What follows belongs to an exercise in optimizing a design on an open flow for small area, a short achievable clock period and few clock cycles; a production flow would make more cautious choices. RTL that was checked went through simulation tests only; none was proved equivalent to the original.

==> onyx: inputs <==
## vbc_block_decoder
module vbc_block_decoder (
    input  wire        clk,
    input  wire        rst,           
    input  wire        in_valid,
    output wire        in_ready,
    input  wire [31:0] in_data,       
    input  wire [4:0]  in_w,          
    output reg         out_valid,
    output wire [15:0] out_sample,    
    output reg         out_last       
);
==> module vbc_block_decoder, before the edit <==
module vbc_block_decoder (
    input  wire        clk,
    input  wire        rst,           
    input  wire        in_valid,
    output wire        in_ready,
    input  wire [31:0] in_data,       
    input  wire [4:0]  in_w,          
    output reg         out_valid,
    output wire [15:0] out_sample,    
    output reg         out_last       
);
    reg [31:0] slot0, slot1;
    reg        wp;            
    reg [1:0]  cnt;           
    reg [5:0]  ptr;
    reg [4:0]  w_in;          
    assign in_ready = !cnt[1];
    wire accept = in_valid && !cnt[1];
    reg        hdr;           
    reg        raw;
    reg [1:0]  pred;
    reg [4:0]  w;
    reg [17:0] ab;            
    reg        ua;
    reg [7:0]  idx;           
    reg [3:0]  idle;          
    reg [16:0] u2;            
    reg        v2;
    reg [15:0] hist [0:15];
    assign out_sample = hist[0];
    wire [15:0] wmask = 16'hFFFF >> (5'd16 - w);
    wire [17:0] ub = ua ? {2'b0, u2[15:0]} : 18'd0;
    wire [17:0] cg [0:5];     
    wire [17:0] cp [0:5];
    assign cg[0] = ab & ub;
    assign cp[0] = ab ^ ub;
    genvar gl, gi;
    generate
        for (gl = 0; gl < 5; gl = gl + 1) begin : pfx
            for (gi = 0; gi < 18; gi = gi + 1) begin : bit_
                if (gi >= (1 << gl)) begin : comb
                    assign cg[gl+1][gi] = cg[gl][gi] | (cp[gl][gi] & cg[gl][gi - (1 << gl)]);
                    assign cp[gl+1][gi] = cp[gl][gi] & cp[gl][gi - (1 << gl)];
                end else begin : pass
                    assign cg[gl+1][gi] = cg[gl][gi];
                    assign cp[gl+1][gi] = cp[gl][gi];
                end
            end
        end
    endgenerate
    wire [17:0] carry = {cg[5][16:0], 1'b0};      
    wire [17:0] a     = cp[0] ^ carry;
    wire [17:0] hi    = ab | ub;
    reg  [15:0] kt;
    integer j;
    always @(*) begin
        kt[0] = 1'b1;
        for (j = 1; j < 16; j = j + 1)
            kt[j] = (j < w) && (((hi >> (j + 2)) != 18'd0) || carry[j + 2]);
    end
    reg  [3:0] k;
    always @(*) begin
        k = 4'd0;
        for (j = 1; j < 16; j = j + 1)
            if (kt[j]) k = j;
    end
    wire [15:0] kmask = {1'b0, kt[15:1]};
    wire [31:0] wd0 = ptr[5] ? slot1 : slot0;
    wire [31:0] wd1 = ptr[5] ? slot0 : slot1;
    wire [63:0] win = {wd1, wd0};
    wire [31:0] S   = win >> ptr[4:0];
    reg  [4:0]  q;
    integer m;
    always @(*) begin
        q = 5'd16;
        for (m = 15; m >= 0; m = m - 1)
            if (!S[m]) q = m;
    end
    wire esc = q[4];
    wire [31:0] Sr = S >> (q[3:0] + 5'd1);
    reg  [16:0] u;
    always @(*) begin
        if (raw)      u = {S[15:0] & wmask, 1'b0};
        else if (esc) u = {1'b0, S[31:16] & wmask};
        else          u = ({13'd0, q[3:0]} << k) | {1'b0, Sr[15:0] & kmask};
    end
    wire [5:0]  pos_raw = {1'b0, ptr[4:0]} + {1'b0, w};
    wire [5:0]  pos_esc = pos_raw + 6'd16;
    wire [5:0]  pos_k   = {1'b0, ptr[4:0]} + {2'b0, k} + 6'd1;
    wire [5:0]  pos_cod = pos_k + {2'b0, q[3:0]};
    wire [5:0]  end_pos = raw ? pos_raw : esc ? pos_esc : pos_cod;
    wire        strad   = end_pos > 6'd32;
    wire        go      = !hdr && cnt != 2'd0 && (cnt[1] || !strad) && (idx == 8'd0 || idle == 4'd0);
    wire        last    = (idx == 8'd255);
    wire        hgo     = hdr && cnt != 2'd0;
    wire [1:0]  npop    = hgo ? 2'd1 : !go ? 2'd0 : last ? {strad, !strad} : {1'b0, end_pos[5]};
    wire [1:0]  cnt_a   = cnt + {1'b0, accept};
    wire [1:0]  cnt_a1  = cnt_a - 2'd1;
    wire [1:0]  cnt_n   = npop[1] ? 2'd0 : npop[0] ? cnt_a1 : cnt_a;
    wire        upd     = go && !raw;
    wire [17:0] a_dec   = a - {2'b0, a[17:2]};
    wire [17:0] ab_n    = upd ? a_dec : a;
    always @(posedge clk) begin
        if (rst) begin
            cnt <= 2'd0;
            wp  <= 1'b0;
            ptr <= 6'd0;
            hdr <= 1'b1;
            idx <= 8'd0;
            v2  <= 1'b0;
            out_valid <= 1'b0;
        end else begin
            cnt <= cnt_n;
            wp  <= wp ^ accept;
            if (hgo || (go && last))
                ptr <= {ptr[5] ^ npop[0], 5'd0};
            else if (go)
                ptr <= {ptr[5] ^ end_pos[5], end_pos[4:0]};
            if (hdr) begin
                if (cnt != 2'd0) begin
                    hdr  <= 1'b0;
                    w    <= w_in;
                    pred <= wd0[1:0];
                    raw  <= wd0[6];
                end
            end else if (go) begin
                idx <= idx + 8'd1;
                if (last) hdr <= 1'b1;
            end
            v2 <= go;
            out_valid <= v2;
        end
        if (accept) w_in <= in_w;
        if (accept && !wp) slot0 <= in_data;
        if (accept &&  wp) slot1 <= in_data;
        if (hdr) begin
            ab <= 18'd4 << wd0[5:2];
            ua <= 1'b0;
        end else begin
            ab <= ab_n;
            ua <= upd;
        end
        idle     <= go ? 4'd0 : idle + 4'd1;
        u2       <= u;
        out_last <= (idx == 8'd0);
    end
    wire        first = (idx == 8'd1);
    wire        x0    = (idx[3:0] == 4'd1);
    wire        y0    = (idx[7:4] == 4'd0 && idx[3:0] != 4'd0) || (idx == 8'd16);
    reg  [15:0] p;
    always @(*) begin
        if (first || pred == 2'd0 || raw) p = 16'd0;
        else if (pred == 2'd1)            p = x0 ? hist[15] : hist[0];
        else                              p = y0 ? hist[0] : hist[15];
    end
    wire [15:0] r = u2[16:1] ^ {16{u2[0]}};
    wire [15:0] s = (p + r) & wmask;
    integer h;
    always @(posedge clk) begin
        hist[0] <= v2 ? s : hist[15];
        for (h = 1; h < 16; h = h + 1) hist[h] <= hist[h-1];
    end
endmodule
make LEC_CHECK=0 ABC_AREA=1 CAP_MARGIN=20 CORE_MARGIN=2 CORE_UTILIZATION=40 SETUP_SLACK_MARGIN=5.0 SLEW_MARGIN=20 TNS_END_PERCENT=0 finish   # period 10.0 ns
run.sh (not shown) runs the stock make flow with config.mk's settings and CLKGATE_MAP_FILE= SYNTH_SCRIPT=/design/flow/synth_recipe.tcl, a recipe that flattens the netlist after the stock synthesis.
==> garnet: changes against onyx <==
==> flow/design.v (replaced) <==
module vbc_block_decoder (
    input  wire        clk,
    input  wire        rst,           
    input  wire        in_valid,
    output wire        in_ready,
    input  wire [31:0] in_data,       
    input  wire [4:0]  in_w,          
    output reg         out_valid,
    output wire [15:0] out_sample,    
    output reg         out_last       
);
    reg [31:0] wd0, wd1;
    reg        wv0, wv1;
    reg [4:0]  ptr;
    reg [4:0]  w_in;          
    assign in_ready = !wv1;
    wire accept = in_valid && !wv1;
    reg        hdr;           
    reg        raw;
    reg [1:0]  pred;
    reg [4:0]  w;
    reg [17:0] ab;            
    reg        ua;
    reg [7:0]  idx;           
    reg [3:0]  idle;          
    reg [16:0] u2;            
    reg        v2;
    reg [15:0] hist [0:15];
    assign out_sample = hist[0];
    wire [15:0] wmask = 16'hFFFF >> (5'd16 - w);
    wire [17:0] a = ab + (ua ? {2'b0, u2[15:0]} : 18'd0);
    reg [3:0] k;
    integer j;
    always @(*) begin
        k = 4'd0;
        for (j = 1; j < 16; j = j + 1)
            if (j < w && (a >> (j + 2)) != 18'd0) k = j;
    end
    wire [15:0] kmask = ~(16'hFFFF << k);
    wire [63:0] win = {wd1, wd0};
    wire [31:0] S   = win >> ptr;
    reg  [4:0]  q;
    integer m;
    always @(*) begin
        q = 5'd16;
        for (m = 15; m >= 0; m = m - 1)
            if (!S[m]) q = m;
    end
    wire esc = q[4];
    wire [31:0] Sr = S >> (q[3:0] + 5'd1);
    reg  [16:0] u;
    reg  [5:0]  need;
    always @(*) begin
        if (raw) begin
            u    = {S[15:0] & wmask, 1'b0};
            need = {1'b0, w};
        end else if (esc) begin
            u    = {1'b0, S[31:16] & wmask};
            need = 6'd16 + {1'b0, w};
        end else begin
            u    = ({13'd0, q[3:0]} << k) | {1'b0, Sr[15:0] & kmask};
            need = {2'b0, q[3:0]} + 6'd1 + {2'b0, k};
        end
    end
    wire [5:0]  end_pos = {1'b0, ptr} + need;
    wire        strad   = end_pos > 6'd32;
    wire        go      = !hdr && wv0 && (wv1 || !strad) && (idx == 8'd0 || idle == 4'd0);
    wire        last    = (idx == 8'd255);
    wire        pop1    = hdr ? wv0 : (go && (end_pos[5] || last));
    wire        pop2    = go && last && strad;
    wire        upd     = go && !raw;
    wire [17:0] a_dec   = a - {2'b0, a[17:2]};
    wire [17:0] ab_n    = upd ? a_dec : a;
    always @(posedge clk) begin
        if (rst) begin
            wv0 <= 1'b0;
            wv1 <= 1'b0;
            ptr <= 5'd0;
            hdr <= 1'b1;
            idx <= 8'd0;
            v2  <= 1'b0;
            out_valid <= 1'b0;
        end else begin
            if (pop2) begin
                wv0 <= 1'b0;
                wv1 <= 1'b0;
            end else if (pop1) begin
                wd0 <= wv1 ? wd1 : in_data;
                wv0 <= wv1 | accept;
                wv1 <= 1'b0;
            end else if (accept) begin
                if (wv0) begin
                    wd1 <= in_data;
                    wv1 <= 1'b1;
                end else begin
                    wd0 <= in_data;
                    wv0 <= 1'b1;
                end
            end
            if (hdr) begin
                if (wv0) begin
                    hdr  <= 1'b0;
                    w    <= w_in;
                    pred <= wd0[1:0];
                    raw  <= wd0[6];
                end
            end else if (go) begin
                ptr <= last ? 5'd0 : end_pos[4:0];
                idx <= idx + 8'd1;
                if (last) hdr <= 1'b1;
            end
            v2 <= go;
            out_valid <= v2;
        end
        if (accept) w_in <= in_w;
        if (hdr) begin
            ab <= 18'd4 << wd0[5:2];
            ua <= 1'b0;
        end else begin
            ab <= ab_n;
            ua <= upd;
        end
        idle     <= go ? 4'd0 : idle + 4'd1;
        u2       <= u;
        out_last <= (idx == 8'd0);
    end
    wire        first = (idx == 8'd1);
    wire        x0    = (idx[3:0] == 4'd1);
    wire        y0    = (idx[7:4] == 4'd0 && idx[3:0] != 4'd0) || (idx == 8'd16);
    reg  [15:0] p;
    always @(*) begin
        if (first || pred == 2'd0 || raw) p = 16'd0;
        else if (pred == 2'd1)            p = x0 ? hist[15] : hist[0];
        else                              p = y0 ? hist[0] : hist[15];
    end
    wire [15:0] r = u2[16:1] ^ {16{u2[0]}};
    wire [15:0] s = (p + r) & wmask;
    integer h;
    always @(posedge clk) begin
        hist[0] <= v2 ? s : hist[15];
        for (h = 1; h < 16; h = h + 1) hist[h] <= hist[h-1];
    end
endmodule
Settings changed: ABC_AREA 1 to default, SETUP_SLACK_MARGIN 5.0 to default, TNS_END_PERCENT 0 to default.
==> notes.md <==
item                                                                                                                   onyx                   garnet
Status                                                                                              complete, no violations  complete, no violations
Synthesized netlist cell count                                                                                         2633                     1956
Crit path max fanout                                                                                                      9                       32
Arithmetic-cell share of the synthesized area counting full adders, half adders and majority gates                    6.03%                    4.70%
Synth cell types                                                                                                         67                       89
Met3 track utilization from global routing                                                                            3.66%                    3.14%
Placed wire-length estimate                                                                                        49200 um                 42200 um
Data required time of the critical path                                                                            10450 ps                 10220 ps
Final cell count without fillers                                                                                       3448                     2676
Global-route total usage across every layer                                                                           25.4%                    22.0%
Flip-flop and latch count                                                                                               394                      392
Portion of synthesized cell area occupied by the leading cell type                                                    31.6%                    32.0%
Initial standard-cell utilization of the core                                                                         40.3%                    40.4%
Design area                                                                                                     24300 sq um              22300 sq um
Final period utilization                                                                                              56.0%                    85.1%
Number of synthesized register bits                                                                                     394                      392
Testbench counts of garnet, summed over its fixed seeds: cycles 98,969.
Function not checked in onyx: the RTL went through the layout flow alone.

-- afterwards: timing with drivers on the ports --
In the flow no input, the clock included, has a driving cell. The finished layouts below were timed again as built, in two steps.
Step 1, drivers: a clkbuf_16 drives clk and a buf_2 each remaining input, both assumed.
Step 2 adds t to the input delays and takes it off the output delays; t is the mean of the earliest and latest rising clock arrival at the registers after step 1. Input paths then give back, and output paths get back, about the clock's delay inside the block.
Slacks: no drivers / after step 1 / after step 2; pairs: no drivers / after step 1.
run | t, ns | setup slack, ns | hold WS [ns] | worst register clock-pin slew, ns | pins driven straight from the clock port
onyx | 0.617 | 4.404 / 4.404 / 4.404 | 0.323 / 0.323 / 0.323 | 0.07 / 0.07 | 1
garnet | 0.641 | 1.487 / 1.487 / 1.487 | 0.304 / 0.304 / 0.304 | 0.07 / 0.07 | 1
After both steps setup and hold are still met in every run listed.
